Source: an optimization exercise on an open RTL-to-GDS flow (aim: small area, a short achievable clock period and few clock cycles per item). Production flows keep margins and buffers that such runs may drop.
Where RTL was checked, it was by simulation tests only, not by an equivalence proof against the original.
No functional check of the RTL was part of runs 3 and 4.

### flow/flow/run.sh
#!/bin/bash
# The standard layout (the standard.sh: unchanged synthesis and steps),
# with two changes in how the layout is made:
#  - buffer_ports puts a plain buf_2 on every input and output port instead
#    of the delay cell it picks by itself;
#  - timing repair aims 5.15 ns below the clock period (it stops once the
#    paths meet that), so it sizes the design for a shorter achieved period.
# The clock period and constraints are the design's, unchanged.
set -euo pipefail
export BUFFER_PORTS_ARGS="-buffer_cell sky130_fd_sc_hd__buf_2"
export SETUP_SLACK_MARGIN=5.15
bash standard.sh > standard.log 2>&1
### flow/standard.sh
#!/bin/bash
# synth_recipe.tcl (not shown) runs the flow's synth.tcl, then flattens the netlist and writes it again
# the make line also repeats each setting of config.mk as NAME=value (left out here)
make -C /OpenROAD-flow-scripts/flow DESIGN_CONFIG=/design/flow/config.mk WORK_HOME=/design/flow/orfs CLKGATE_MAP_FILE= SYNTH_SCRIPT=/design/flow/synth_recipe.tcl "${@:-finish}"
### flow/config.mk
export PLATFORM = sky130hd
export DESIGN_NAME = aes_pipe
export DESIGN_NICKNAME = aes_pipe
export VERILOG_FILES = /design/flow/design.v
export SDC_FILE = /design/flow/constraint.sdc
export NUM_CORES = 4
export LEC_CHECK = 0
export CAP_MARGIN = 20
export CORE_MARGIN = 2
export CORE_UTILIZATION = 75
export CTS_BUF_LIST = sky130_fd_sc_hd__clkbuf_16
export CTS_CLUSTER_DIAMETER = 60
export CTS_CLUSTER_SIZE = 30
export PLACE_DENSITY = 0.85
export SLEW_MARGIN = 20
export SYNTH_HIERARCHICAL = 1
### flow/constraint.sdc
create_clock -name core_clock -period 8.0 [get_ports {clk}]
set_input_delay 1.6000 -clock core_clock [delete_from_list [all_inputs] [get_ports {clk}]]
set_output_delay 1.6000 -clock core_clock [all_outputs]
set_load 0.01 [all_outputs]
### flow/design.v
module aes_sbox (
    input  wire [7:0] a,
    output wire [7:0] y
);
    wire U0, U1, U2, U3, U4, U5, U6, U7;
    wire T1, T2, T3, T4, T5, T6, T7, T8, T9, T10, T11, T12;
    wire T13, T14, T15, T16, T17, T18, T19, T20, T21, T22, T23, T24;
    wire T25, T26, T27, M1, M2, M3, M4, M5, M6, M7, M8, M9;
    wire M10, M11, M12, M13, M14, M15, M16, M17, M18, M19, M20, M21;
    wire M22, M23, M24, M25, M26, M27, M28, M29, M30, M31, M32, M33;
    wire M34, M35, M36, M37, M38, M39, M40, M41, M42, M43, M44, M45;
    wire M46, M47, M48, M49, M50, M51, M52, M53, M54, M55, M56, M57;
    wire M58, M59, M60, M61, M62, M63, L0, L1, L2, L3, L4, L5;
    wire L6, L7, L8, L9, L10, L11, L12, L13, L14, L15, L16, L17;
    wire L18, L19, L20, L21, L22, L23, L24, L25, L26, L27, L28, L29;
    wire S0, S1, S2, S3, S4, S5, S6, S7;
    assign {U0, U1, U2, U3, U4, U5, U6, U7} = a;
    aes_g_xor2 g_T1 (.a(U0), .b(U3), .y(T1));
    aes_g_xor2 g_T2 (.a(U0), .b(U5), .y(T2));
    aes_g_xor2 g_T3 (.a(U0), .b(U6), .y(T3));
    aes_g_xor2 g_T4 (.a(U3), .b(U5), .y(T4));
    aes_g_xor2 g_T5 (.a(U4), .b(U6), .y(T5));
    aes_g_xor2 g_T6 (.a(T1), .b(T5), .y(T6));
    aes_g_xor2 g_T7 (.a(U1), .b(U2), .y(T7));
    aes_g_xor2 g_T8 (.a(U7), .b(T6), .y(T8));
    aes_g_xor2 g_T9 (.a(U7), .b(T7), .y(T9));
    aes_g_xor2 g_T10 (.a(T6), .b(T7), .y(T10));
    aes_g_xor2 g_T11 (.a(U1), .b(U5), .y(T11));
    aes_g_xor2 g_T12 (.a(U2), .b(U5), .y(T12));
    aes_g_xor2 g_T13 (.a(T3), .b(T4), .y(T13));
    aes_g_xor2 g_T14 (.a(T6), .b(T11), .y(T14));
    aes_g_xor2 g_T15 (.a(T5), .b(T11), .y(T15));
    aes_g_xor2 g_T16 (.a(T5), .b(T12), .y(T16));
    aes_g_xor2 g_T17 (.a(T9), .b(T16), .y(T17));
    aes_g_xor2 g_T18 (.a(U3), .b(U7), .y(T18));
    aes_g_xor2 g_T19 (.a(T7), .b(T18), .y(T19));
    aes_g_xor2 g_T20 (.a(T1), .b(T19), .y(T20));
    aes_g_xor2 g_T21 (.a(U6), .b(U7), .y(T21));
    aes_g_xor2 g_T22 (.a(T7), .b(T21), .y(T22));
    aes_g_xor2 g_T23 (.a(T2), .b(T22), .y(T23));
    aes_g_xor2 g_T24 (.a(T2), .b(T10), .y(T24));
    aes_g_xor2 g_T25 (.a(T20), .b(T17), .y(T25));
    aes_g_xor2 g_T26 (.a(T3), .b(T16), .y(T26));
    aes_g_xor2 g_T27 (.a(T1), .b(T12), .y(T27));
    aes_g_nand2 g_M1 (.a(T13), .b(T6), .y(M1));
    aes_g_nand2 g_M2 (.a(T23), .b(T8), .y(M2));
    aes_g_xnor2 g_M3 (.a(T14), .b(M1), .y(M3));
    aes_g_nand2 g_M4 (.a(T19), .b(U7), .y(M4));
    aes_g_xor2 g_M5 (.a(M4), .b(M1), .y(M5));
    aes_g_nand2 g_M6 (.a(T3), .b(T16), .y(M6));
    aes_g_nand2 g_M7 (.a(T22), .b(T9), .y(M7));
    aes_g_xnor2 g_M8 (.a(T26), .b(M6), .y(M8));
    aes_g_nand2 g_M9 (.a(T20), .b(T17), .y(M9));
    aes_g_xor2 g_M10 (.a(M9), .b(M6), .y(M10));
    aes_g_nand2 g_M11 (.a(T1), .b(T15), .y(M11));
    aes_g_nand2 g_M12 (.a(T4), .b(T27), .y(M12));
    aes_g_xor2 g_M13 (.a(M12), .b(M11), .y(M13));
    aes_g_nand2 g_M14 (.a(T2), .b(T10), .y(M14));
    aes_g_xor2 g_M15 (.a(M14), .b(M11), .y(M15));
    aes_g_xnor2 g_M16 (.a(M3), .b(M2), .y(M16));
    aes_g_xor2 g_M17 (.a(M5), .b(T24), .y(M17));
    aes_g_xnor2 g_M18 (.a(M8), .b(M7), .y(M18));
    aes_g_xor2 g_M19 (.a(M10), .b(M15), .y(M19));
    aes_g_xor2 g_M20 (.a(M16), .b(M13), .y(M20));
    aes_g_xor2 g_M21 (.a(M17), .b(M15), .y(M21));
    aes_g_xor2 g_M22 (.a(M18), .b(M13), .y(M22));
    aes_g_xor2 g_M23 (.a(M19), .b(T25), .y(M23));
    aes_g_xor2 g_M24 (.a(M22), .b(M23), .y(M24));
    aes_g_nand2 g_M25 (.a(M22), .b(M20), .y(M25));
    aes_g_xnor2 g_M26 (.a(M21), .b(M25), .y(M26));
    aes_g_xor2 g_M27 (.a(M20), .b(M21), .y(M27));
    aes_g_xnor2 g_M28 (.a(M23), .b(M25), .y(M28));
    aes_g_nand2 g_M29 (.a(M28), .b(M27), .y(M29));
    aes_g_nand2 g_M30 (.a(M26), .b(M24), .y(M30));
    aes_g_and2 g_M31 (.a(M20), .b(M23), .y(M31));
    aes_g_nand2 g_M32 (.a(M27), .b(M31), .y(M32));
    aes_g_xnor2 g_M33 (.a(M27), .b(M25), .y(M33));
    aes_g_and2 g_M34 (.a(M21), .b(M22), .y(M34));
    aes_g_nand2 g_M35 (.a(M24), .b(M34), .y(M35));
    aes_g_xnor2 g_M36 (.a(M24), .b(M25), .y(M36));
    aes_g_xnor2 g_M37 (.a(M21), .b(M29), .y(M37));
    aes_g_xnor2 g_M38 (.a(M32), .b(M33), .y(M38));
    aes_g_xnor2 g_M39 (.a(M23), .b(M30), .y(M39));
    aes_g_xnor2 g_M40 (.a(M35), .b(M36), .y(M40));
    aes_g_xor2 g_M41 (.a(M38), .b(M40), .y(M41));
    aes_g_xor2 g_M42 (.a(M37), .b(M39), .y(M42));
    aes_g_xor2 g_M43 (.a(M37), .b(M38), .y(M43));
    aes_g_xor2 g_M44 (.a(M39), .b(M40), .y(M44));
    aes_g_xor2 g_M45 (.a(M42), .b(M41), .y(M45));
    aes_g_nand2 g_M46 (.a(M44), .b(T6), .y(M46));
    aes_g_nand2 g_M47 (.a(M40), .b(T8), .y(M47));
    aes_g_nand2 g_M48 (.a(M39), .b(U7), .y(M48));
    aes_g_nand2 g_M49 (.a(M43), .b(T16), .y(M49));
    aes_g_nand2 g_M50 (.a(M38), .b(T9), .y(M50));
    aes_g_nand2 g_M51 (.a(M37), .b(T17), .y(M51));
    aes_g_nand2 g_M52 (.a(M42), .b(T15), .y(M52));
    aes_g_nand2 g_M53 (.a(M45), .b(T27), .y(M53));
    aes_g_nand2 g_M54 (.a(M41), .b(T10), .y(M54));
    aes_g_nand2 g_M55 (.a(M44), .b(T13), .y(M55));
    aes_g_nand2 g_M56 (.a(M40), .b(T23), .y(M56));
    aes_g_nand2 g_M57 (.a(M39), .b(T19), .y(M57));
    aes_g_nand2 g_M58 (.a(M43), .b(T3), .y(M58));
    aes_g_nand2 g_M59 (.a(M38), .b(T22), .y(M59));
    aes_g_nand2 g_M60 (.a(M37), .b(T20), .y(M60));
    aes_g_nand2 g_M61 (.a(M42), .b(T1), .y(M61));
    aes_g_nand2 g_M62 (.a(M45), .b(T4), .y(M62));
    aes_g_nand2 g_M63 (.a(M41), .b(T2), .y(M63));
    aes_g_xor2 g_L0 (.a(M61), .b(M62), .y(L0));
    aes_g_xor2 g_L1 (.a(M50), .b(M56), .y(L1));
    aes_g_xor2 g_L2 (.a(M46), .b(M48), .y(L2));
    aes_g_xor2 g_L3 (.a(M47), .b(M55), .y(L3));
    aes_g_xor2 g_L4 (.a(M54), .b(M58), .y(L4));
    aes_g_xor2 g_L5 (.a(M49), .b(M61), .y(L5));
    aes_g_xnor2 g_L6 (.a(M62), .b(L5), .y(L6));
    aes_g_xnor2 g_L7 (.a(M46), .b(L3), .y(L7));
    aes_g_xor2 g_L8 (.a(M51), .b(M59), .y(L8));
    aes_g_xor2 g_L9 (.a(M52), .b(M53), .y(L9));
    aes_g_xnor2 g_L10 (.a(M53), .b(L4), .y(L10));
    aes_g_xnor2 g_L11 (.a(M60), .b(L2), .y(L11));
    aes_g_xor2 g_L12 (.a(M48), .b(M51), .y(L12));
    aes_g_xnor2 g_L13 (.a(M50), .b(L0), .y(L13));
    aes_g_xor2 g_L14 (.a(M52), .b(M61), .y(L14));
    aes_g_xnor2 g_L15 (.a(M55), .b(L1), .y(L15));
    aes_g_xnor2 g_L16 (.a(M56), .b(L0), .y(L16));
    aes_g_xnor2 g_L17 (.a(M57), .b(L1), .y(L17));
    aes_g_xnor2 g_L18 (.a(M58), .b(L8), .y(L18));
    aes_g_xnor2 g_L19 (.a(M63), .b(L4), .y(L19));
    aes_g_xor2 g_L20 (.a(L0), .b(L1), .y(L20));
    aes_g_xor2 g_L21 (.a(L1), .b(L7), .y(L21));
    aes_g_xor2 g_L22 (.a(L3), .b(L12), .y(L22));
    aes_g_xor2 g_L23 (.a(L18), .b(L2), .y(L23));
    aes_g_xor2 g_L24 (.a(L15), .b(L9), .y(L24));
    aes_g_xor2 g_L25 (.a(L6), .b(L10), .y(L25));
    aes_g_xor2 g_L26 (.a(L7), .b(L9), .y(L26));
    aes_g_xor2 g_L27 (.a(L8), .b(L10), .y(L27));
    aes_g_xor2 g_L28 (.a(L11), .b(L14), .y(L28));
    aes_g_xor2 g_L29 (.a(L11), .b(L17), .y(L29));
    aes_g_xor2 g_S0 (.a(L6), .b(L24), .y(S0));
    aes_g_xnor2 g_S1 (.a(L16), .b(L26), .y(S1));
    aes_g_xnor2 g_S2 (.a(L19), .b(L28), .y(S2));
    aes_g_xor2 g_S3 (.a(L6), .b(L21), .y(S3));
    aes_g_xor2 g_S4 (.a(L20), .b(L22), .y(S4));
    aes_g_xor2 g_S5 (.a(L25), .b(L29), .y(S5));
    aes_g_xnor2 g_S6 (.a(L13), .b(L27), .y(S6));
    aes_g_xnor2 g_S7 (.a(L6), .b(L23), .y(S7));
    assign y = {S0, S1, S2, S3, S4, S5, S6, S7};
endmodule
module aes_sbox_a (
    input  wire [7:0] a,
    output wire [14:0] c
);
    wire U0, U1, U2, U3, U4, U5, U6, U7;
    wire T1, T2, T3, T4, T5, T6, T7, T8, T9, T10, T11, T12;
    wire T13, T14, T15, T16, T17, T18, T19, T20, T21, T22, T23, T24;
    wire T25, T26, T27, M1, M2, M3, M4, M5, M6, M7, M8, M9;
    wire M10, M11, M12, M13, M14, M15, M16, M17, M18, M19, M20, M21;
    wire M22, M23, M25, M27, M34;
    assign {U0, U1, U2, U3, U4, U5, U6, U7} = a;
    aes_g_xor2 g_T1 (.a(U0), .b(U3), .y(T1));
    aes_g_xor2 g_T2 (.a(U0), .b(U5), .y(T2));
    aes_g_xor2 g_T3 (.a(U0), .b(U6), .y(T3));
    aes_g_xor2 g_T4 (.a(U3), .b(U5), .y(T4));
    aes_g_xor2 g_T5 (.a(U4), .b(U6), .y(T5));
    aes_g_xor2 g_T6 (.a(T1), .b(T5), .y(T6));
    aes_g_xor2 g_T7 (.a(U1), .b(U2), .y(T7));
    aes_g_xor2 g_T8 (.a(U7), .b(T6), .y(T8));
    aes_g_xor2 g_T9 (.a(U7), .b(T7), .y(T9));
    aes_g_xor2 g_T10 (.a(T6), .b(T7), .y(T10));
    aes_g_xor2 g_T11 (.a(U1), .b(U5), .y(T11));
    aes_g_xor2 g_T12 (.a(U2), .b(U5), .y(T12));
    aes_g_xor2 g_T13 (.a(T3), .b(T4), .y(T13));
    aes_g_xor2 g_T14 (.a(T6), .b(T11), .y(T14));
    aes_g_xor2 g_T15 (.a(T5), .b(T11), .y(T15));
    aes_g_xor2 g_T16 (.a(T5), .b(T12), .y(T16));
    aes_g_xor2 g_T17 (.a(T9), .b(T16), .y(T17));
    aes_g_xor2 g_T18 (.a(U3), .b(U7), .y(T18));
    aes_g_xor2 g_T19 (.a(T7), .b(T18), .y(T19));
    aes_g_xor2 g_T20 (.a(T1), .b(T19), .y(T20));
    aes_g_xor2 g_T21 (.a(U6), .b(U7), .y(T21));
    aes_g_xor2 g_T22 (.a(T7), .b(T21), .y(T22));
    aes_g_xor2 g_T23 (.a(T2), .b(T22), .y(T23));
    aes_g_xor2 g_T24 (.a(T2), .b(T10), .y(T24));
    aes_g_xor2 g_T25 (.a(T20), .b(T17), .y(T25));
    aes_g_xor2 g_T26 (.a(T3), .b(T16), .y(T26));
    aes_g_xor2 g_T27 (.a(T1), .b(T12), .y(T27));
    aes_g_nand2 g_M1 (.a(T13), .b(T6), .y(M1));
    aes_g_nand2 g_M2 (.a(T23), .b(T8), .y(M2));
    aes_g_xnor2 g_M3 (.a(T14), .b(M1), .y(M3));
    aes_g_nand2 g_M4 (.a(T19), .b(U7), .y(M4));
    aes_g_xor2 g_M5 (.a(M4), .b(M1), .y(M5));
    aes_g_nand2 g_M6 (.a(T3), .b(T16), .y(M6));
    aes_g_nand2 g_M7 (.a(T22), .b(T9), .y(M7));
    aes_g_xnor2 g_M8 (.a(T26), .b(M6), .y(M8));
    aes_g_nand2 g_M9 (.a(T20), .b(T17), .y(M9));
    aes_g_xor2 g_M10 (.a(M9), .b(M6), .y(M10));
    aes_g_nand2 g_M11 (.a(T1), .b(T15), .y(M11));
    aes_g_nand2 g_M12 (.a(T4), .b(T27), .y(M12));
    aes_g_xor2 g_M13 (.a(M12), .b(M11), .y(M13));
    aes_g_nand2 g_M14 (.a(T2), .b(T10), .y(M14));
    aes_g_xor2 g_M15 (.a(M14), .b(M11), .y(M15));
    aes_g_xnor2 g_M16 (.a(M3), .b(M2), .y(M16));
    aes_g_xor2 g_M17 (.a(M5), .b(T24), .y(M17));
    aes_g_xnor2 g_M18 (.a(M8), .b(M7), .y(M18));
    aes_g_xor2 g_M19 (.a(M10), .b(M15), .y(M19));
    aes_g_xor2 g_M20 (.a(M16), .b(M13), .y(M20));
    aes_g_xor2 g_M21 (.a(M17), .b(M15), .y(M21));
    aes_g_xor2 g_M22 (.a(M18), .b(M13), .y(M22));
    aes_g_xor2 g_M23 (.a(M19), .b(T25), .y(M23));
    aes_g_and2 g_M25 (.a(M22), .b(M20), .y(M25));
    aes_g_xor2 g_M27 (.a(M20), .b(M21), .y(M27));
    aes_g_and2 g_M34 (.a(M21), .b(M22), .y(M34));
    assign c = {M20, M21, M22, M23, M25, M27, M34, U7, T1, T2, T3, T15, T16, T22, T27};
endmodule
module aes_sbox_b (
    input  wire [14:0] c,
    output wire [7:0] y
);
    wire M20, M21, M22, M23, M25, M27, M34, U7, T1, T2, T3, T15;
    wire T16, T22, T27;
    wire T4, T13, T6, T10, T17, T20, T23, T8, T19, T9, M24, M26;
    wire M28, M29, M30, M31, M32, M33, M35, M36, M37, M38, M39, M40;
    wire M41, M42, M43, M44, M45, M46, M47, M48, M49, M50, M51, M52;
    wire M53, M54, M55, M56, M57, M58, M59, M60, M61, M62, M63, L0;
    wire L1, L2, L3, L4, L5, L6, L7, L8, L9, L10, L11, L12;
    wire L13, L14, L15, L16, L17, L18, L19, L20, L21, L22, L23, L24;
    wire L25, L26, L27, L28, L29;
    wire S0, S1, S2, S3, S4, S5, S6, S7;
    assign {M20, M21, M22, M23, M25, M27, M34, U7, T1, T2, T3, T15, T16, T22, T27} = c;
    aes_g_xor2 g_T4 (.a(T1), .b(T2), .y(T4));
    aes_g_xor2 g_T13 (.a(T3), .b(T4), .y(T13));
    aes_g_xor2 g_T6 (.a(T16), .b(T27), .y(T6));
    aes_g_xor2 g_T10 (.a(T15), .b(T27), .y(T10));
    aes_g_xor2 g_T17 (.a(U7), .b(T15), .y(T17));
    aes_g_xor2 g_T20 (.a(T3), .b(T22), .y(T20));
    aes_g_xor2 g_T23 (.a(T2), .b(T22), .y(T23));
    aes_g_xor2 g_T8 (.a(U7), .b(T6), .y(T8));
    aes_g_xor2 g_T19 (.a(T1), .b(T20), .y(T19));
    aes_g_xor2 g_T9 (.a(T16), .b(T17), .y(T9));
    aes_g_xor2 g_M24 (.a(M22), .b(M23), .y(M24));
    aes_g_xor2 g_M26 (.a(M21), .b(M25), .y(M26));
    aes_g_xor2 g_M28 (.a(M23), .b(M25), .y(M28));
    aes_g_nand2 g_M29 (.a(M28), .b(M27), .y(M29));
    aes_g_nand2 g_M30 (.a(M26), .b(M24), .y(M30));
    aes_g_and2 g_M31 (.a(M20), .b(M23), .y(M31));
    aes_g_nand2 g_M32 (.a(M27), .b(M31), .y(M32));
    aes_g_xor2 g_M33 (.a(M27), .b(M25), .y(M33));
    aes_g_nand2 g_M35 (.a(M24), .b(M34), .y(M35));
    aes_g_xor2 g_M36 (.a(M24), .b(M25), .y(M36));
    aes_g_xnor2 g_M37 (.a(M21), .b(M29), .y(M37));
    aes_g_xnor2 g_M38 (.a(M32), .b(M33), .y(M38));
    aes_g_xnor2 g_M39 (.a(M23), .b(M30), .y(M39));
    aes_g_xnor2 g_M40 (.a(M35), .b(M36), .y(M40));
    aes_g_xor2 g_M41 (.a(M38), .b(M40), .y(M41));
    aes_g_xor2 g_M42 (.a(M37), .b(M39), .y(M42));
    aes_g_xor2 g_M43 (.a(M37), .b(M38), .y(M43));
    aes_g_xor2 g_M44 (.a(M39), .b(M40), .y(M44));
    aes_g_xor2 g_M45 (.a(M42), .b(M41), .y(M45));
    aes_g_nand2 g_M46 (.a(M44), .b(T6), .y(M46));
    aes_g_nand2 g_M47 (.a(M40), .b(T8), .y(M47));
    aes_g_nand2 g_M48 (.a(M39), .b(U7), .y(M48));
    aes_g_nand2 g_M49 (.a(M43), .b(T16), .y(M49));
    aes_g_nand2 g_M50 (.a(M38), .b(T9), .y(M50));
    aes_g_nand2 g_M51 (.a(M37), .b(T17), .y(M51));
    aes_g_nand2 g_M52 (.a(M42), .b(T15), .y(M52));
    aes_g_nand2 g_M53 (.a(M45), .b(T27), .y(M53));
    aes_g_nand2 g_M54 (.a(M41), .b(T10), .y(M54));
    aes_g_nand2 g_M55 (.a(M44), .b(T13), .y(M55));
    aes_g_nand2 g_M56 (.a(M40), .b(T23), .y(M56));
    aes_g_nand2 g_M57 (.a(M39), .b(T19), .y(M57));
    aes_g_nand2 g_M58 (.a(M43), .b(T3), .y(M58));
    aes_g_nand2 g_M59 (.a(M38), .b(T22), .y(M59));
    aes_g_nand2 g_M60 (.a(M37), .b(T20), .y(M60));
    aes_g_nand2 g_M61 (.a(M42), .b(T1), .y(M61));
    aes_g_nand2 g_M62 (.a(M45), .b(T4), .y(M62));
    aes_g_nand2 g_M63 (.a(M41), .b(T2), .y(M63));
    aes_g_xor2 g_L0 (.a(M61), .b(M62), .y(L0));
    aes_g_xor2 g_L1 (.a(M50), .b(M56), .y(L1));
    aes_g_xor2 g_L2 (.a(M46), .b(M48), .y(L2));
    aes_g_xor2 g_L3 (.a(M47), .b(M55), .y(L3));
    aes_g_xor2 g_L4 (.a(M54), .b(M58), .y(L4));
    aes_g_xor2 g_L5 (.a(M49), .b(M61), .y(L5));
    aes_g_xnor2 g_L6 (.a(M62), .b(L5), .y(L6));
    aes_g_xnor2 g_L7 (.a(M46), .b(L3), .y(L7));
    aes_g_xor2 g_L8 (.a(M51), .b(M59), .y(L8));
    aes_g_xor2 g_L9 (.a(M52), .b(M53), .y(L9));
    aes_g_xnor2 g_L10 (.a(M53), .b(L4), .y(L10));
    aes_g_xnor2 g_L11 (.a(M60), .b(L2), .y(L11));
    aes_g_xor2 g_L12 (.a(M48), .b(M51), .y(L12));
    aes_g_xnor2 g_L13 (.a(M50), .b(L0), .y(L13));
    aes_g_xor2 g_L14 (.a(M52), .b(M61), .y(L14));
    aes_g_xnor2 g_L15 (.a(M55), .b(L1), .y(L15));
    aes_g_xnor2 g_L16 (.a(M56), .b(L0), .y(L16));
    aes_g_xnor2 g_L17 (.a(M57), .b(L1), .y(L17));
    aes_g_xnor2 g_L18 (.a(M58), .b(L8), .y(L18));
    aes_g_xnor2 g_L19 (.a(M63), .b(L4), .y(L19));
    aes_g_xor2 g_L20 (.a(L0), .b(L1), .y(L20));
    aes_g_xor2 g_L21 (.a(L1), .b(L7), .y(L21));
    aes_g_xor2 g_L22 (.a(L3), .b(L12), .y(L22));
    aes_g_xor2 g_L23 (.a(L18), .b(L2), .y(L23));
    aes_g_xor2 g_L24 (.a(L15), .b(L9), .y(L24));
    aes_g_xor2 g_L25 (.a(L6), .b(L10), .y(L25));
    aes_g_xor2 g_L26 (.a(L7), .b(L9), .y(L26));
    aes_g_xor2 g_L27 (.a(L8), .b(L10), .y(L27));
    aes_g_xor2 g_L28 (.a(L11), .b(L14), .y(L28));
    aes_g_xor2 g_L29 (.a(L11), .b(L17), .y(L29));
    aes_g_xor2 g_S0 (.a(L6), .b(L24), .y(S0));
    aes_g_xnor2 g_S1 (.a(L16), .b(L26), .y(S1));
    aes_g_xnor2 g_S2 (.a(L19), .b(L28), .y(S2));
    aes_g_xor2 g_S3 (.a(L6), .b(L21), .y(S3));
    aes_g_xor2 g_S4 (.a(L20), .b(L22), .y(S4));
    aes_g_xor2 g_S5 (.a(L25), .b(L29), .y(S5));
    aes_g_xnor2 g_S6 (.a(L13), .b(L27), .y(S6));
    aes_g_xnor2 g_S7 (.a(L6), .b(L23), .y(S7));
    assign y = {S0, S1, S2, S3, S4, S5, S6, S7};
endmodule
module aes_g_xor2 (
    input  wire a,
    input  wire b,
    output wire y
);
    assign y = a ^ b;
endmodule
module aes_g_xnor2 (
    input  wire a,
    input  wire b,
    output wire y
);
    assign y = ~(a ^ b);
endmodule
module aes_g_and2 (
    input  wire a,
    input  wire b,
    output wire y
);
    assign y = a & b;
endmodule
module aes_g_nand2 (
    input  wire a,
    input  wire b,
    output wire y
);
    assign y = ~(a & b);
endmodule
module aes_g_nor2 (
    input  wire a,
    input  wire b,
    output wire y
);
    assign y = ~(a | b);
endmodule
module aes_pipe (
    input  wire         clk,
    input  wire         rst,         
    input  wire         in_valid,
    output wire         in_ready,
    input  wire         in_key256,   
    input  wire [255:0] in_key,
    input  wire [127:0] in_block,
    output reg          out_valid,
    output reg  [127:0] out_block
);
    localparam integer CW = 15;      
    reg [127:0]      s0;             
    reg [127:0]      ka0, kb0;
    reg              v0, w0;         
    reg [3:0]        r0;             
    reg [16*CW-1:0]  m1;
    reg [4*CW-1:0]   km1;
    reg [127:0]      ka1, kb1;
    reg              v1, w1;
    reg [3:0]        r1;
    reg [127:0]      sub2;
    reg [31:0]       t2;             
    reg              rot2;           
    reg [7:0]        rcon2;          
    reg [127:0]      ka2, kb2;
    reg              v2, w2;
    reg [3:0]        r2;
    reg  load;
    wire last1  = w1 ? (r1 == 4'd14) : (r1 == 4'd10);
    wire last2  = w2 ? (r2 == 4'd14) : (r2 == 4'd10);
    wire v0_n   = load ? in_valid : (v2 && !last2);
    wire ok0_n  = load ? !(in_valid && in_key256)
                       : (!v2 || last2 || !w2 || (r2 >= 4'd4));
    wire ok1_n  = !v0 || !w0 || (r0 >= 4'd5);
    wire load_n = (!v1 || last1) && ok0_n && ok1_n;
    assign in_ready = load;
    always @(posedge clk) begin
        if (rst) begin
            v0        <= 1'b0;
            v1        <= 1'b0;
            v2        <= 1'b0;
            out_valid <= 1'b0;
            load      <= 1'b1;
        end else begin
            v0        <= v0_n;
            v1        <= v0;
            v2        <= v1;
            out_valid <= v2 && last2;
            load      <= load_n;
        end
    end
    wire [127:0]     x  = s0 ^ kb0;
    wire [31:0]      kw = ka0[31:0];      
    wire [16*CW-1:0] m_a;
    wire [4*CW-1:0]  km_a;
    genvar gi;
    generate
        for (gi = 0; gi < 16; gi = gi + 1) begin : g_sa
            aes_sbox_a u_sa (.a(x[8*gi +: 8]), .c(m_a[CW*gi +: CW]));
        end
        for (gi = 0; gi < 4; gi = gi + 1) begin : g_ksa
            aes_sbox_a u_sa (.a(kw[8*gi +: 8]), .c(km_a[CW*gi +: CW]));
        end
    endgenerate
    always @(posedge clk) begin
        m1  <= m_a;
        km1 <= km_a;
        ka1 <= ka0;
        kb1 <= kb0;
        w1  <= w0;
        r1  <= r0;
    end
    wire [127:0] sub_b;
    wire [31:0]  t_b;
    generate
        for (gi = 0; gi < 16; gi = gi + 1) begin : g_sb
            aes_sbox_b u_sb (.c(m1[CW*gi +: CW]), .y(sub_b[8*gi +: 8]));
        end
        for (gi = 0; gi < 4; gi = gi + 1) begin : g_ksb
            aes_sbox_b u_sb (.c(km1[CW*gi +: CW]), .y(t_b[8*gi +: 8]));
        end
    endgenerate
    reg [7:0] rcon_b;
    always @(*) begin
        case ({w1, r1})
            5'h01: rcon_b = 8'h01;
            5'h02: rcon_b = 8'h02;
            5'h03: rcon_b = 8'h04;
            5'h04: rcon_b = 8'h08;
            5'h05: rcon_b = 8'h10;
            5'h06: rcon_b = 8'h20;
            5'h07: rcon_b = 8'h40;
            5'h08: rcon_b = 8'h80;
            5'h09: rcon_b = 8'h1b;
            5'h0a: rcon_b = 8'h36;
            5'h11: rcon_b = 8'h01;
            5'h13: rcon_b = 8'h02;
            5'h15: rcon_b = 8'h04;
            5'h17: rcon_b = 8'h08;
            5'h19: rcon_b = 8'h10;
            5'h1b: rcon_b = 8'h20;
            5'h1d: rcon_b = 8'h40;
            default: rcon_b = 8'h00;
        endcase
    end
    always @(posedge clk) begin
        sub2  <= sub_b;
        t2    <= t_b;
        rot2  <= !w1 || r1[0];
        rcon2 <= rcon_b;
        ka2  <= ka1;
        kb2  <= kb1;
        w2   <= w1;
        r2   <= r1;
    end
    wire [127:0] sr;
    generate
        for (gi = 0; gi < 16; gi = gi + 1) begin : g_shift
            localparam integer SRC = (gi % 4) + 4 * (((gi / 4) + (gi % 4)) % 4);
            assign sr[127 - 8*gi -: 8] = sub2[127 - 8*SRC -: 8];
        end
    endgenerate
    wire [127:0] mc;
    generate
        for (gi = 0; gi < 4; gi = gi + 1) begin : g_mc
            aes_mixcol u_mc (.a(sr[32*gi +: 32]), .y(mc[32*gi +: 32]));
        end
    endgenerate
    wire [31:0]  t_w = (rot2 ? {t2[23:0], t2[31:24]} : t2) ^ {rcon2, 24'h0};
    wire [31:0]  p0  = kb2[127:96];
    wire [31:0]  p1  = kb2[127:96] ^ kb2[95:64];
    wire [31:0]  p2  = p1 ^ kb2[63:32];
    wire [31:0]  p3  = p1 ^ (kb2[63:32] ^ kb2[31:0]);
    wire [127:0] nk  = {p0 ^ t_w, p1 ^ t_w, p2 ^ t_w, p3 ^ t_w};
    wire [127:0] rk  = w2 ? ka2 : nk;
    always @(posedge clk) begin
        if (load) begin
            s0  <= in_block;
            ka0 <= {in_key[127:32], in_key256 ? in_key[31:0] : in_key[159:128]};
            kb0 <= in_key[255:128];
            w0  <= in_key256;
            r0  <= 4'd1;
        end else begin
            s0  <= mc;
            ka0 <= nk;
            kb0 <= rk;
            w0  <= w2;
            r0  <= r2 + 4'd1;
        end
        out_block <= sr ^ rk;
    end
endmodule
module aes_mixcol (
    input  wire [31:0] a,
    output wire [31:0] y
);
    wire [7:0] b [0:3];      
    wire [7:0] p [0:3];      
    wire [7:0] q [0:3];      
    wire [7:0] x [0:3];      
    genvar i, j;
    generate
        for (i = 0; i < 4; i = i + 1) begin : g_col
            assign b[i] = a[31 - 8*i -: 8];
        end
        for (i = 0; i < 4; i = i + 1) begin : g_byte
            for (j = 0; j < 8; j = j + 1) begin : g_bit
                aes_g_xor2 g_p (.a(b[i][j]), .b(b[(i+1)%4][j]), .y(p[i][j]));
            end
        end
        for (i = 0; i < 4; i = i + 1) begin : g_q
            for (j = 0; j < 8; j = j + 1) begin : g_bit
                aes_g_xor2 g_q (.a(b[(i+1)%4][j]), .b(p[(i+2)%4][j]), .y(q[i][j]));
            end
        end
        for (i = 0; i < 4; i = i + 1) begin : g_xt
            assign x[i][0] = p[i][7];
            aes_g_xor2 g_x1 (.a(p[i][0]), .b(p[i][7]), .y(x[i][1]));
            assign x[i][2] = p[i][1];
            aes_g_xor2 g_x3 (.a(p[i][2]), .b(p[i][7]), .y(x[i][3]));
            aes_g_xor2 g_x4 (.a(p[i][3]), .b(p[i][7]), .y(x[i][4]));
            assign x[i][5] = p[i][4];
            assign x[i][6] = p[i][5];
            assign x[i][7] = p[i][6];
        end
        for (i = 0; i < 4; i = i + 1) begin : g_y
            for (j = 0; j < 8; j = j + 1) begin : g_bit
                aes_g_xor2 g_y (.a(x[i][j]), .b(q[i][j]), .y(y[31 - 8*i - 7 + j]));
            end
        end
    endgenerate
endmodule
==> run_results.csv, run 1 <==
group,metric,value,unit
cells_and_area,fillers,5490,
worst_setup_path,max_stage_delay,470,ps
cts,cts_root_buf,"clkbuf_16",
worst_setup_path,worstPathArrival,1310,ps
timing,max_slew_margin,20.12,%
drt,wl_per_cell,23.46,µm
cts,cts_buffer_depth,3,
synthesis,synth.top_cell.area_share,43.71,%
synthesis,synth_edf_count,0,
cells_and_area,drive_above_1_share,18.42,%
cells_and_area,most-common-layout-cells,"2,156 x xor2_1, 1,473 x dfxtp_1, 817 x nand2_1, 531 x xnor2_1, 505 x buf_2",
synthesis,synth_compound_area_share,1.710,%
synthesis,yosysSeqAreaShare,43.71,%
die,core,91660,µm²
timing,skew,43.39,ps
cts,cts_buffers,102,
synthesis,synthSimpleGateAreaFrac,5.330,%
cts,clock_latency,730,ps
worst_setup_path,path_max_fanout,6,
synthesis,syn_area,69300,µm²
synthesis,ys_types,37,
worst_setup_path,crit_buf_inv,1,
worst_setup_path,worstSetupPathDepth,1,
synthesis,synth_xor_area_share,37.85,%
cells_and_area,layout.nets,7011,
worst_setup_path,r2r_cells,9,
drt,dr.pass1.iters,6,
cts,path_clk_slew,100,ps
global_routing,antenna_found_initial,17,
cells_and_area,syn_to_final_growth,8.923,%
placed_design,routabilityCongestion,0.9877,
drt,vias,42930,
worst_setup_path,crit_required,6400,ps
synthesis,synth_top_family_by_area,"XOR/XNOR gates",
timing,hold_viol_final,0,
drt,ant_nets,0,
min_path,hp-class,"register to register",
min_path,hold_path_depth,0,
timing,final.setup.tns,0,ps
timing,timing.final.crit_share,36.36,%
worst_setup_path,worstPathCellList,"buf_6",
synthesis,synth-main-ff-cell,"dfxtp_1",
synthesis,synthAdderAreaFrac,0.1083,%
global_routing,grt_pass1_wl,263000,µm
timing,rsz0062_at_grt,"yes",
timing,fmax,343.8,MHz
timing,drv_slew,0,
worst_setup_path,start_kind,"register",
worst_setup_path,cp_slowest_cell,"dfxtp_4",
global_routing,grt_max_degree,205,
placed_design,place_ws,4823,ps
timing,worst_pin_slew,1198,ps
drt,drc,0,
cts,h-tree-depth,3,
synthesis,yosysWarnings,8,
timing,period_minus_slack,2909,ps
die,ios,518,
timing,setup_ws,5091,ps
worst_setup_path,cp_top_family,"flip-flops",
synthesis,synth-seq-cells,1513,
timing,hold-worst-slack,311.7,ps
placed_design,io_buffers,517,
run_status,status,"no timing/DRC/antenna violations",
cells_and_area,final_common_cell,"xor2_1",
die,fp-row-count,111,
synthesis,synth_area_leaders,"dfxtp_1 44%, xor2_1 29%, xnor2_1 7.6%",
die,start_util,75.60,%
drt,via_per_inst,5.440,
global_routing,track_usage,37.54,%
worst_setup_path,crit_path_end_kind,"primary output",
synthesis,syn_area_per_cell,10.61,µm²
die,die_w,308.0,µm
timing,setup_violations,0,
synthesis,muxShareOfSynthArea,5.716,%
run,cap_violations,0,
synthesis,synthCells,6534,
cts,cts_tree,"built",
global_routing,gr-total-overflow,0,
drt,wl,185100,µm
die,dieArea,94850,µm²
synthesis,syn_nets,6928,
placed_design,dp_hpwl,143200,µm
cts,cts_sinks,1513,
global_routing,grt_pass1_vias,42870,
worst_setup_path,criticalPathCategory,"register to primary output",
die,dieHeight,308.0,µm
synthesis,yosysTopAreaCell,"dfxtp_1",
synthesis,async_reset_ff_share,0,%
drt,drt_iter0_drc,4009,
## modules after synthesis (local to each module, per instance), excerpt
module | cell area, µm² | times used | cells inside | flip-flops and latches
aes_pipe | 41140 | 1 | 2882 | 1513
aes_sbox_a | 112.6 | 20 | 15 | 0
aes_sbox_b | 60.06 | 20 | 8 | 0
aes_g_xnor2 | 8.758 | 440 | 1 | 0
aes_g_xor2 | 8.758 | 2072 | 1 | 0
aes_g_and2 | 6.256 | 60 | 1 | 0
aes_g_nand2 | 3.754 | 620 | 1 | 0
## synthesized netlist by cell type, drive strengths merged, types with 5 or more instances
| library cell | number |
|---|---|
| nand2b | 6 |
| o21ai | 196 |
| and2 | 60 |
| xor2 | 2297 |
| nor2b | 5 |
| mux2 | 241 |
| a21oi | 25 |
| dfxtp | 1513 |
| mux2i | 122 |
| xnor2 | 610 |
| nand2 | 817 |
| buf | 481 |
| xnor3 | 32 |
| nor2 | 28 |
| clkbuf | 73 |
| ha | 6 |
## registers in the layout (all words and copies together), names as in the netlist, 8 cells and up
register and flops:
kb1 128, ka2 128, ka1 128, t2 32
km1 60, rcon2 8, ka0 128, s0 128
m1 240, sub2 128, out_block 128, kb2 128
kb0 128
## cell type report
cell class	instances	area [µm²]	share of cell area, %
repair buffers	533	2851	3.778
clock inverters	87	1299	1.721
clock buffers	103	2577	3.415
multi-input cells	4464	36890	48.88
diodes	2	5.005	0.006631
inverters	3	11.26	0.01492
well taps	1186	1484	1.966
flip-flops and latches	1513	30360	40.22
## timing repair
action	in CTS	in global routing
buffers inserted	2	7
endpoints found under the setup margin	193	195
hold buffers	0	0
pin swaps	0	6
gates resized for setup	86	199
## final timing paths
check / from / to / slack, ps
hold / removal: kb1[101]$_DFF_P_ / kb2[101]$_DFF_P_ / 310
setup reg to reg: m1[71]$_DFF_P_ / sub2[35]$_DFF_P_ / 5200
setup / recovery: load$_SDFF_PP1_ / in_ready / 5090
hold reg to reg: kb1[101]$_DFF_P_ / kb2[101]$_DFF_P_ / 310
## kinds of logic after synthesis
kind of cell	after synthesis
AND/OR/NAND/NOR	927
adder cells (fa/ha/maj)	6
buffers and inverters	557
AO/OA/AOI/OAI	229
XOR/XNOR	2939
multiplexers	363
flip-flops	1513
## metal layers
layer / routed length, µm / up-vias / track usage [%]
met5: 73 / - / 0
met4: 9712 / 12 / 18.17
met3: 13430 / 410 / 5.387
met2: 86140 / 1710 / 61.11
met1: 75730 / 20790 / 49.19
li1: - / 20000 / -
## stage by stage
step | util, % | instances | cell area [µm²]
floorplan | - | 6534 | 69300
global placement | 75.93 | 7690 | 69600
detailed placement | 75.93 | 7690 | 69600
CTS | 80.63 | 7882 | 73910
global route | 82.34 | 7890 | 75480
finish | 82.35 | 7891 | 75480
Testbench counts, summed over its fixed seeds: cycles 15,907, items 1,280.
==> inputs of run 2 (changes only) <==
==> flow/flow/run.sh (replaced) <==
#!/bin/bash
# The standard layout (the standard.sh: unchanged synthesis and steps),
# with these changes in how the layout is made:
#  - buffer_ports puts a plain buf_2 on every input and output port instead
#    of the delay cell it picks by itself;
#  - timing repair aims 5.15 ns below the clock period (it stops once the
#    paths meet that), so it sizes the design for a shorter achieved period;
#  - the clock tree's upper half is routed with double-width, double-spacing
#    wires, and no dummy loads are added to it.
# The clock period and constraints are the design's, unchanged.
set -euo pipefail
export BUFFER_PORTS_ARGS="-buffer_cell sky130_fd_sc_hd__buf_2"
export SETUP_SLACK_MARGIN=5.15
export CTS_ARGS="-sink_clustering_enable -repair_clock_nets -sink_clustering_size 30 -sink_clustering_max_diameter 60 -buf_list sky130_fd_sc_hd__clkbuf_16 -apply_ndr half -dont_use_dummy_load"
bash standard.sh > standard.log 2>&1
--- a/flow/config.mk
+++ b/flow/config.mk
@@ -7,10 +7,10 @@
 export LEC_CHECK = 0
 export CAP_MARGIN = 20
 export CORE_MARGIN = 2
-export CORE_UTILIZATION = 75
+export CORE_UTILIZATION = 68
 export CTS_BUF_LIST = sky130_fd_sc_hd__clkbuf_16
 export CTS_CLUSTER_DIAMETER = 60
 export CTS_CLUSTER_SIZE = 30
-export PLACE_DENSITY = 0.85
+export PLACE_DENSITY = 0.78
 export SLEW_MARGIN = 20
 export SYNTH_HIERARCHICAL = 1
==> run 2 against run 1 <==
Effect of this change:
- critical endpoint is now kb0[80]$_DFF_P_
- wire length grew 0.44%
- area after synthesis unchanged
- synthesized cell count did not move
- critical path type is now register to register
==> run_results.csv, run 2 <==
group,metric,value,unit
worst_setup_path,criticalPathCategory,"register to register",
global_routing,gr-total-overflow,0,
cells_and_area,layout.nets,7017,
global_routing,grt_max_degree,174,
cells_and_area,most-common-layout-cells,"2,137 x xor2_1, 1,476 x dfxtp_1, 817 x nand2_1, 533 x xnor2_1, 509 x buf_2",
global_routing,grt_pass1_wl,265000,µm
synthesis,async_reset_ff_share,0,%
timing,fmax,343.2,MHz
synthesis,synth_most_common_cell,"xor2_1",
cts,cts_sinks,1513,
placed_design,io_buffers,517,
worst_setup_path,path_max_fanout,32,
synthesis,synth_top_family_by_area,"XOR/XNOR gates",
timing,max_slew_margin,28.83,%
worst_setup_path,crit_path_end_kind,"register",
drt,ant_nets,0,
die,dieHeight,323.2,µm
placed_design,dp_hpwl,148200,µm
drt,wl,185900,µm
cells_and_area,seq_area,30360,µm²
cts,cts_buffers,106,
synthesis,synthSimpleGateAreaFrac,5.330,%
timing,timing.final.crit_share,36.42,%
cells_and_area,fillers,7366,
synthesis,synth-seq-cells,1513,
global_routing,grt_pass1_vias,41880,
synthesis,synth_area_leaders,"dfxtp_1 44%, xor2_1 29%, xnor2_1 7.6%",
synthesis,synth_common_cells,"2,297 x xor2_1, 1,513 x dfxtp_1, 817 x nand2_1, 604 x xnor2_1, 460 x buf_4",
drt,dr.pass1.iters,5,
synthesis,syn_nets,6928,
drt,via_per_inst,5.229,
synthesis,yosysSeqAreaShare,43.71,%
min_path,hp-class,"register to register",
timing,final.setup.tns,0,ps
die,fp-row-count,117,
drt,vias,41800,
worst_setup_path,worstPathArrival,3430,ps
cells_and_area,regMostFlops,"m1",
synthesis,synth_xor_area_share,37.85,%
die,ios,518,
synthesis,synth_edf_count,0,
die,die_w,323.2,µm
timing,skew,75.51,ps
run,cap_violations,0,
global_routing,gr-usage-met1,45.65,%
synthesis,synthAdderAreaFrac,0.1083,%
die,dieArea,104500,µm²
global_routing,track_usage,34.71,%
worst_setup_path,crit_required,8520,ps
global_routing,gr-max-usage-layer,"met2",
timing,hold_viol_final,0,
global_routing,antenna_found_initial,11,
cts,h-tree-depth,3,
cells_and_area,largest_reg_flops,240,
global_routing,use_met3,4.508,%
cells_and_area,drive_above_1_share,17.67,%
timing,setup_violations,0,
cells_and_area,syn_to_final_growth,7.674,%
synthesis,yosysWarnings,8,
synthesis,muxShareOfSynthArea,5.716,%
timing,drv_slew,0,
cts,clock_latency,720,ps
cells_and_area,finish.utilization,73.55,%
synthesis,syn_area_per_cell,10.61,µm²
cts,cts_buffer_depth,3,
drt,drt_iter0_drc,3263,
synthesis,yosysTopAreaCell,"dfxtp_1",
timing,period_minus_slack,2914,ps
drt,wl_per_cell,23.25,µm
synthesis,ys_types,37,
synthesis,synthCells,6534,
cells_and_area,final_common_cell,"xor2_1",
placed_design,dpl-instance-area,69840,µm²
timing,worst_pin_slew,1064,ps
timing,rsz0062_at_grt,"yes",
global_routing,grt_util_met2,56.55,%
placed_design,place_ws,4854,ps
die,start_util,68.31,%
cells_and_area,multi_input_area,37030,µm²
cts,cts_root_buf,"clkbuf_16",
worst_setup_path,start_kind,"register",
cts,cts_hold_buffers,0,
cells_and_area,final_area,74620,µm²
timing,setup_ws,5086,ps
synthesis,synth.top_cell.area_share,43.71,%
cts,cts_tree,"built",
synthesis,synth_compound_area_share,1.710,%
synthesis,synth-main-ff-cell,"dfxtp_1",
die,core,101400,µm²
run_status,status,"no timing/DRC/antenna violations",
cts,path_clk_slew,110,ps
placed_design,routabilityCongestion,0.9637,
synthesis,syn_area,69300,µm²
drt,drc,0,
run 2: changes by cell type in the layout (fill, tap and decap cells not counted), sizes merged:
cell / previous run / this run
bufinv: 1 / 0
clkinvlp: 3 / 0
clkinv: 24 / 0
clkbuf: 103 / 106
inv: 62 / 3
diode: 2 / 5
buf: 533 / 535
run 2: metrics by stage:
step	hold WS (ps)	cells
2_1_floorplan	309.6	6534
4_1_cts	276.5	7984
5_1_grt	275.5	7990
6_report	281.4	7994
3_3_place_gp	309.9	7873
3_5_place_dp	312.1	7873
run 2: cell families after synthesis:
family                     after synthesis
AOI/OAI and AO/OA                      229
xor gates and xnor gates              2939
adders and majority gates                6
buffers and inverters                  557
DFF                                   1513
muxes                                  363
and+or+nand+nor                        927
run 2: final cells by class:
class                      instances  area share (%)
antenna                            5         0.01677
tap                             1368           2.294
inverter                           3         0.01509
sequential                      1513           40.69
multi-input combinational       4464           49.63
timing repair buffer             535           3.798
clock buffer                     106           3.555
run 2: per-layer routing:
layer / vias up / share of wire [%]
met5: - / 0.017
met4: 6 / 5.2
met3: 385 / 6.0
met2: 1421 / 46
met1: 20090 / 42
li1: 19900 / -
run 2: modules after synthesis, one instance, submodules excluded, a selection:
module	cells	copies in the design	flops+latches	area [µm²]
aes_g_and2	1	60	0	6.256
aes_g_nand2	1	620	0	3.754
aes_g_xor2	1	2072	0	8.758
aes_sbox_a	15	20	0	112.6
aes_g_xnor2	1	440	0	8.758
aes_sbox_b	8	20	0	60.06
aes_pipe	2882	1	1513	41140
run 2: worst paths after layout:
check                         from                to  slack, ps  cells past startpoint
setup / recovery      rot2$_DFF_P_   kb0[80]$_DFF_P_       5090                      5
hold reg to reg   ka0[117]$_DFF_P_  ka1[117]$_DFF_P_        280                      0
hold / removal    ka0[117]$_DFF_P_  ka1[117]$_DFF_P_        280                      0
setup reg to reg      rot2$_DFF_P_   kb0[80]$_DFF_P_       5090                      5
run 2: critical path, stage by stage (launching register included):
cell     delay (ps)
dfxtp_4         730
mux2i_1         410
xor2_1          830
xnor2_1         330
mux2i_1         310
o21ai_0         120
run 2: repair_timing:
| item | in CTS | in global routing |
|---|---|---|
| resized for setup | 84 | 213 |
| pin swaps | 0 | 16 |
| buffers inserted | 5 | 5 |
| setup endpoints to repair | 187 | 202 |
==> inputs of run 3 (changes only) <==
--- a/flow/design.v
+++ b/flow/design.v
@@ -366,14 +366,14 @@
     reg [3:0]        r0;             
     reg [16*CW-1:0]  m1;
     reg [4*CW-1:0]   km1;
-    reg [127:0]      ka1, kb1;
+    reg [127:0]      ka1, pk1;       
     reg              v1, w1;
     reg [3:0]        r1;
     reg [127:0]      sub2;
     reg [31:0]       t2;             
     reg              rot2;           
     reg [7:0]        rcon2;          
-    reg [127:0]      ka2, kb2;
+    reg [127:0]      ka2, pk2;
     reg              v2, w2;
     reg [3:0]        r2;
     reg  load;
@@ -413,11 +413,16 @@
             aes_sbox_a u_sa (.a(kw[8*gi +: 8]), .c(km_a[CW*gi +: CW]));
         end
     endgenerate
+    wire [127:0] pk_a;
+    assign pk_a[127:96] = kb0[127:96];
+    assign pk_a[95:64]  = pk_a[127:96] ^ kb0[95:64];
+    assign pk_a[63:32]  = pk_a[95:64]  ^ kb0[63:32];
+    assign pk_a[31:0]   = pk_a[63:32]  ^ kb0[31:0];
     always @(posedge clk) begin
         m1  <= m_a;
         km1 <= km_a;
         ka1 <= ka0;
-        kb1 <= kb0;
+        pk1 <= pk_a;
         w1  <= w0;
         r1  <= r0;
     end
@@ -459,10 +464,10 @@
         t2    <= t_b;
         rot2  <= !w1 || r1[0];
         rcon2 <= rcon_b;
-        ka2  <= ka1;
-        kb2  <= kb1;
-        w2   <= w1;
-        r2   <= r1;
+        ka2   <= ka1;
+        pk2   <= pk1;
+        w2    <= w1;
+        r2    <= r1;
     end
     wire [127:0] sr;
     generate
@@ -478,11 +483,7 @@
         end
     endgenerate
     wire [31:0]  t_w = (rot2 ? {t2[23:0], t2[31:24]} : t2) ^ {rcon2, 24'h0};
-    wire [31:0]  p0  = kb2[127:96];
-    wire [31:0]  p1  = kb2[127:96] ^ kb2[95:64];
-    wire [31:0]  p2  = p1 ^ kb2[63:32];
-    wire [31:0]  p3  = p1 ^ (kb2[63:32] ^ kb2[31:0]);
-    wire [127:0] nk  = {p0 ^ t_w, p1 ^ t_w, p2 ^ t_w, p3 ^ t_w};
+    wire [127:0] nk  = pk2 ^ {4{t_w}};
     wire [127:0] rk  = w2 ? ka2 : nk;
     always @(posedge clk) begin
         if (load) begin
==> flow/flow/run.sh (replaced) <==
#!/bin/bash
# The standard layout (the standard.sh: unchanged synthesis and steps),
# with one change in how the layout is made:
#  - buffer_ports puts a plain buf_2 on every input and output port instead
#    of the delay cell it picks by itself;
# The clock period and constraints are the design's, unchanged.
set -euo pipefail
export BUFFER_PORTS_ARGS="-buffer_cell sky130_fd_sc_hd__buf_2"
bash standard.sh > standard.log 2>&1
--- a/flow/config.mk
+++ b/flow/config.mk
@@ -7,10 +7,11 @@
 export LEC_CHECK = 0
 export CAP_MARGIN = 20
 export CORE_MARGIN = 2
-export CORE_UTILIZATION = 68
+export CORE_UTILIZATION = 55
 export CTS_BUF_LIST = sky130_fd_sc_hd__clkbuf_16
 export CTS_CLUSTER_DIAMETER = 60
 export CTS_CLUSTER_SIZE = 30
-export PLACE_DENSITY = 0.78
+export PLACE_DENSITY = 0.65
+export SETUP_SLACK_MARGIN = 5
 export SLEW_MARGIN = 20
 export SYNTH_HIERARCHICAL = 1
==> run 3 against run 2 <==
Effect of this change:
- still clean on timing, DRC and antenna
- non-clock buffer count fell by 3
- flip-flop and latch count did not move
- clock skew fell by 36 ps
- first-iteration DRC count fell by 16%
- synthesized cell count rose by 1.3%
- cell count rose by 6.0%
- clock-buffer cell count rose by 14
==> run_results.csv, run 3 <==
group,metric,value,unit
die,ios,518,
synthesis,synth-main-ff-cell,"dfxtp_1",
global_routing,grt_max_degree,161,
synthesis,synth_edf_count,0,
synthesis,synth_common_cells,"2,465 x xor2_1, 1,513 x dfxtp_1, 802 x nand2_1, 562 x xnor2_1, 460 x buf_4",
drt,drt_iter0_drc,2734,
synthesis,yosysTopAreaCell,"dfxtp_1",
cts,cts_sinks,1513,
worst_setup_path,max_stage_delay,460,ps
drt,dr.pass1.iters,5,
worst_setup_path,worstPathCellList,"xor2_1 > nand2_1 > xnor2_2 > xor2_1 > nand2_1 > xor2_1 > xnor2_4 > xor2_1 > xor2_1",
worst_setup_path,crit_buf_inv,0,
timing,setup_violations,0,
min_path,hp-class,"register to register",
cells_and_area,layout.nets,7105,
cells_and_area,seq_area,30320,µm²
worst_setup_path,cp_top_family,"XOR/XNOR gates",
cells_and_area,largest_reg_flops,240,
synthesis,synth.top_cell.area_share,43.32,%
cells_and_area,multi_input_area,36440,µm²
drt,ant_nets,0,
die,die_w,360.5,µm
global_routing,grt_pass1_vias,41480,
placed_design,io_buffers,517,
timing,drv_slew,0,
die,dieHeight,360.5,µm
cts,cts_hold_buffers,0,
drt,wl,197800,µm
drt,vias,41650,
run_status,status,"no timing/DRC/antenna violations",
cts,h-tree-depth,3,
cells_and_area,fillers,10670,
die,core,125900,µm²
placed_design,dpl-instance-area,70790,µm²
synthesis,synth_area_leaders,"dfxtp_1 43%, xor2_1 31%, xnor2_1 7.0%",
worst_setup_path,path_max_fanout,4,
synthesis,yosysSeqAreaShare,43.32,%
die,dieArea,130000,µm²
worst_setup_path,worst_path_most_repeated_cell,"xor2_1",
timing,timing.final.crit_share,37.42,%
cells_and_area,syn_to_final_growth,9.084,%
placed_design,routabilityCongestion,0.9443,
drt,drc,0,
run,cap_violations,0,
timing,worst_pin_slew,1076,ps
synthesis,yosysWarnings,8,
timing,hold-worst-slack,317.6,ps
drt,via_per_inst,4.917,
cts,cts_root_buf,"clkbuf_16",
synthesis,syn_area,69920,µm²
cts,cts_tree,"built",
die,start_util,55.54,%
synthesis,syn_nets,7016,
global_routing,gr-total-overflow,0,
timing,skew,39.88,ps
placed_design,place_ws,4953,ps
cts,path_clk_slew,90,ps
cts,clock_latency,770,ps
timing,hold_viol_final,0,
timing,fmax,334.0,MHz
cells_and_area,finish.utilization,60.58,%
cells_and_area,final_area,76270,µm²
cells_and_area,regMostFlops,"m1",
die,fp-row-count,130,
worst_setup_path,crit_path_end_kind,"register",
global_routing,track_usage,29.62,%
synthesis,async_reset_ff_share,0,%
cells_and_area,most-common-layout-cells,"2,402 x xor2_1, 1,500 x dfxtp_1, 802 x nand2_1, 531 x xnor2_1, 515 x buf_2",
worst_setup_path,start_kind,"register",
timing,max_slew_margin,27.99,%
synthesis,ys_types,34,
synthesis,synth_most_common_cell,"xor2_1",
placed_design,dp_hpwl,158700,µm
worst_setup_path,worstPathArrival,3660,ps
synthesis,synthCells,6622,
timing,final.setup.tns,0,ps
worst_setup_path,crit_required,8660,ps
timing,rsz0062_at_grt,"yes",
worst_setup_path,cp_slowest_cell,"dfxtp_1",
timing,setup_ws,5006,ps
drt,wl_per_cell,23.35,µm
cells_and_area,final_common_cell,"xor2_1",
global_routing,antenna_found_initial,16,
synthesis,syn_area_per_cell,10.56,µm²
timing,period_minus_slack,2994,ps
synthesis,synth-seq-cells,1513,
cts,cts_buffer_depth,3,
global_routing,grt_pass1_wl,279000,µm
cts,cts_buffers,116,
cells_and_area,drive_above_1_share,17.09,%
worst_setup_path,criticalPathCategory,"register to register",
-- run 3: worst paths after layout --
path | start | endpoint | slack [ps] | cells after the start
min | pk1[5]$_DFF_P_ | pk2[5]$_DFF_P_ | 320 | 0
max | m1[221]$_DFF_P_ | sub2[114]$_DFF_P_ | 5010 | 9
min reg2reg | pk1[5]$_DFF_P_ | pk2[5]$_DFF_P_ | 320 | 0
max reg2reg | m1[221]$_DFF_P_ | sub2[114]$_DFF_P_ | 5010 | 9
-- run 3: per-module statistics from Yosys, one instance, submodules excluded, excerpt --
module	flip-flops and latches	cells	copies in the design	cell area [µm²]
aes_g_xor2	0	1	2072	8.758
aes_pipe	1513	2970	1	41760
aes_sbox_b	0	8	20	60.06
aes_g_nand2	0	1	620	3.754
aes_sbox_a	0	15	20	112.6
aes_g_and2	0	1	60	6.256
aes_g_xnor2	0	1	440	8.758
-- run 3: worst register-to-register path: stages, from the launching register on --
cell and delay [ps]:
dfxtp_1 460, xor2_1 320, nand2_1 150, xnor2_2 310
xor2_1 310, nand2_1 220, xor2_1 430, xnor2_4 210
xor2_1 210, xor2_1 280
-- run 3: cells by family (layout without fill, tap and decap cells) --
logic type	after synthesis	in the layout	synth area share, %
buf+inv	564	757	5.587
mux	371	371	6.219
compound gates	220	220	1.594
flops	1513	1513	43.32
xor+xnor	3027	3027	37.92
other cells	0	6	0
fa+ha+maj	6	6	0.1074
simple gates	921	921	5.252
-- run 3: per-layer routing --
layer	vias to the layer above	share of wire, %	track usage, %	routed length [µm]
met2	1130	45	47.55	89340
li1	20310	-	-	-
met1	19930	45	40.39	89130
met5	-	0.0061	0	12
met4	2	4.1	10.73	8071
met3	277	5.7	4.492	11220
-- run 3: cell type report --
cell class / instances / area share [%]
sequential: 1513 / 39.76
clock buffer: 120 / 3.937
tap: 1650 / 2.707
clock inverter: 102 / 2.133
timing repair buffer: 532 / 3.653
inverter: 3 / 0.01476
antenna: 6 / 0.01969
multi-input combinational: 4545 / 47.78
-- run 3: what timing repair did --
action,in CTS,in global routing
setup endpoints to repair,140,94
resized for setup,20,91
setup buffers,4,1
hold endpoints to repair,0,0
-- run 3: stage by stage --
step	std cells
floorplan	6622
global placement	8238
detailed placement	8238
CTS	8464
global route	8469
finish	8471
==> inputs of run 4 (changes only) <==
==> flow/flow/run.sh (replaced) <==
#!/bin/bash
# The standard layout (the standard.sh: unchanged synthesis and steps),
# with two changes in how the layout is made:
#  - buffer_ports puts a plain buf_2 on every input and output port instead
#    of the delay cell it picks by itself;
#  - timing repair aims 5.3 ns below the clock period (it stops once the
#    paths meet that), so it sizes the design for a shorter achieved period.
# The clock period and constraints are the design's, unchanged.
set -euo pipefail
export BUFFER_PORTS_ARGS="-buffer_cell sky130_fd_sc_hd__buf_2"
export SETUP_SLACK_MARGIN=5.3
bash standard.sh > standard.log 2>&1
--- a/flow/config.mk
+++ b/flow/config.mk
@@ -12,6 +12,5 @@
 export CTS_CLUSTER_DIAMETER = 60
 export CTS_CLUSTER_SIZE = 30
 export PLACE_DENSITY = 0.65
-export SETUP_SLACK_MARGIN = 5
 export SLEW_MARGIN = 20
 export SYNTH_HIERARCHICAL = 1
==> run 4 against run 3 <==
Effect of this change:
- still clean on timing, DRC and antenna
- flip-flop and latch count unchanged
- area after synthesis is the same
- register-to-register slack improved by 370 ps
- sequential share of layout area shrank 1.8 points
- hold slack got worse by 14 ps
- first-iteration DRC count increased by 8.9%
- non-clock buffer count grew 35
- clock skew rose by 7.9 ps
- critical endpoint is now out_block[36]
- largest cell class unchanged
==> run_results.csv, run 4 <==
group,metric,value,unit
cts,path_clk_slew,100,ps
cts,cts_tree,"built",
synthesis,async_reset_ff_share,0,%
cells_and_area,regMostFlops,"m1",
synthesis,synth.top_cell.area_share,43.32,%
worst_setup_path,cp_top_family,"flip-flops",
cts,cts_buffer_depth,3,
synthesis,yosysSeqAreaShare,43.32,%
cells_and_area,most-common-layout-cells,"2,165 x xor2_1, 1,386 x dfxtp_1, 799 x nand2_1, 469 x xnor2_1, 438 x buf_2",
die,ios,518,
worst_setup_path,path_max_fanout,1,
global_routing,grt_max_degree,166,
global_routing,use_met3,3.556,%
timing,worst_pin_slew,1225,ps
placed_design,routabilityCongestion,0.9394,
placed_design,dpl.cell_count,8237,
drt,dr.pass1.iters,5,
cts,cts_buffers,113,
worst_setup_path,crit_path_end_kind,"primary output",
worst_setup_path,cp_slowest_cell,"dfxtp_4",
placed_design,dp_hpwl,160900,µm
cells_and_area,layout.nets,7137,
timing,skew,47.82,ps
synthesis,synth_most_common_cell,"xor2_1",
run_status,status,"no timing/DRC/antenna violations",
synthesis,synth-seq-cells,1513,
worst_setup_path,worstPathArrival,1330,ps
global_routing,grt_pass1_wl,282800,µm
cells_and_area,stdcell_count,8497,
drt,drt_iter0_drc,2978,
synthesis,syn_area,69920,µm²
min_path,worstHoldStart,"ka1[5]$_DFF_P_",
synthesis,yosysWarnings,8,
synthesis,ys_types,34,
die,die_w,360.5,µm
drt,vias,42050,
cells_and_area,drive_above_1_share,23.50,%
cells_and_area,largest_reg_flops,240,
timing,hold_viol_final,0,
timing,timing.final.crit_share,36.65,%
synthesis,syn_nets,7016,
synthesis,synth_edf_count,0,
drt,via_per_inst,4.948,
global_routing,antenna_found_initial,12,
cts,clock_latency,780,ps
drt,drc,0,
synthesis,yosysTopAreaCell,"dfxtp_1",
drt,wl_per_cell,23.75,µm
global_routing,track_usage,30.09,%
global_routing,gr-total-overflow,0,
worst_setup_path,crit_required,6400,ps
worst_setup_path,crit_buf_inv,1,
worst_setup_path,max_stage_delay,440,ps
global_routing,grt_pass1_vias,41990,
timing,period_minus_slack,2932,ps
global_routing,gr-usage-met1,41.25,%
cts,cts_hold_buffers,0,
worst_setup_path,r2r_start,"kb0[79]$_DFF_P_",
drt,ant_nets,0,
timing,final.setup.tns,0,ps
timing,hold-worst-slack,303.6,ps
cts,cts_root_buf,"clkbuf_16",
global_routing,gr-max-usage-layer,"met2",
die,core,125900,µm²
timing,setup_violations,0,
die,dieHeight,360.5,µm
cts,cts_sinks,1513,
die,dieArea,130000,µm²
timing,fmax,341.1,MHz
worst_setup_path,cp-startpoint,"out_block[36]$_DFF_P_",
run,cap_violations,0,
cts,h-tree-depth,3,
timing,max_slew_margin,18.07,%
synthesis,syn_area_per_cell,10.56,µm²
cells_and_area,final_common_cell,"xor2_1",
cells_and_area,syn_to_final_growth,14.78,%
drt,wl,201800,µm
die,fp-row-count,130,
worst_setup_path,criticalPathCategory,"register to primary output",
timing,drv_slew,0,
min_path,hp-class,"register to register",
global_routing,grt_util_met2,49.33,%
die,start_util,55.54,%
placed_design,io_buffers,517,
synthesis,synth_area_leaders,"dfxtp_1 43%, xor2_1 31%, xnor2_1 7.0%",
cells_and_area,fillers,10280,
synthesis,synth-main-ff-cell,"dfxtp_1",
worst_setup_path,worstPathCellList,"buf_6",
worst_setup_path,start_kind,"register",
synthesis,synth_common_cells,"2,465 x xor2_1, 1,513 x dfxtp_1, 802 x nand2_1, 562 x xnor2_1, 460 x buf_4",
timing,rsz0062_at_grt,"yes",
synthesis,synthCells,6622,
run 4: cell counts after synthesis:
No cell type changed its count.
run 4: area by class of cell:
type                            count  area, µm²  area share (%)
Multi-Input combinational cell   4545      39690           49.45
Sequential cell                  1513      30500           38.00
Timing Repair Buffer              567       3540           4.411
Clock buffer                      113       2828           3.524
Tap cell                         1650       2064           2.572
Clock inverter                    101       1614           2.011
Antenna cell                        5      12.51         0.01559
Inverter                            3      11.26         0.01403
run 4: logic make-up after synthesis:
| kind of cell | count (synthesis) | synth area share (%) |
|---|---|---|
| compound gates | 220 | 1.594 |
| xor+xnor | 3027 | 37.92 |
| fa+ha+maj | 6 | 0.1074 |
| buf+inv | 564 | 5.587 |
| flops | 1513 | 43.32 |
| mux | 371 | 6.219 |
| simple gates | 921 | 5.252 |
run 4: stage by stage:
| stage | area [µm²] | util, % | worst slack [ps] |
|---|---|---|---|
| 6_report | 80250 | 63.74 | 5068 |
| 5_1_grt | 80240 | 63.74 | 5033 |
| 4_1_cts | 77000 | 61.16 | 5025 |
| 3_5_place_dp | 70780 | 56.22 | 4967 |
| 3_3_place_gp | 70780 | 56.22 | 4912 |
| 2_1_floorplan | 69920 | - | 5249 |
run 4: timing repair:
action                                  in CTS  in global routing
resized for setup                          304                404
setup buffers                                4                 37
endpoints found under the setup margin     345                420
pin swaps                                    3                 55
run 4: path summary, 6_finish.rpt:
check                                       end  slack (ps)  depth (start not counted)
worst max-delay path              out_block[36]        5070                          1
worst min-delay path             ka2[5]$_DFF_P_         300                          0
worst max register to register  m1[144]$_DFF_P_        5380                          8
worst min register to register   ka2[5]$_DFF_P_         300                          0
run 4: modules after synthesis, one instance, submodules excluded, excerpt:
module	flops+latches	cell area, µm²	times used
aes_g_and2	0	6.256	60
aes_g_nand2	0	3.754	620
aes_g_xnor2	0	8.758	440
aes_g_xor2	0	8.758	2072
aes_pipe	1513	41760	1
aes_sbox_a	0	112.6	20
aes_sbox_b	0	60.06	20
run 4: layer usage:
layer	wire length, µm	part of all wire (%)
met4	7512	3.7
met5	26	0.013
met2	94260	47
met3	9169	4.5
met1	90860	45

-- afterwards: timing with drivers on the ports --
In the flow no input, the clock included, has a driving cell. The finished layouts below were timed again as built, in two steps.
Step 1 assumes that a clkbuf_16 drives the clock port and a buf_2 every other input.
Step 2 times the ports against the registers' clock, not the clock port: input delays grow and output delays shrink by t, the midpoint of the rising clock arrivals with the driver on.
Slacks: ideal / step 1 / step 2; pairs: ideal / step 1.
run	t, ns	setup slack, ns	latest minus earliest clock arrival (ns)	worst register clock-pin slew, ns	cell pins on the clock port's net
run 1	0.792	5.091 / 5.012 / 4.744	0.049 / 0.048	0.11 / 0.11	1
run 2	0.758	5.086 / 5.086 / 5.021	0.079 / 0.080	0.11 / 0.11	1
run 3	0.834	5.006 / 4.957 / 5.006	0.042 / 0.042	0.11 / 0.11	1
run 4	0.839	5.068 / 4.986 / 5.108	0.052 / 0.052	0.11 / 0.11	1
After both steps setup and hold are still met in every run listed. For run 1, which loses most, drivers alone change the setup slack by -0.079 ns; drivers and shift together by -0.347 ns.
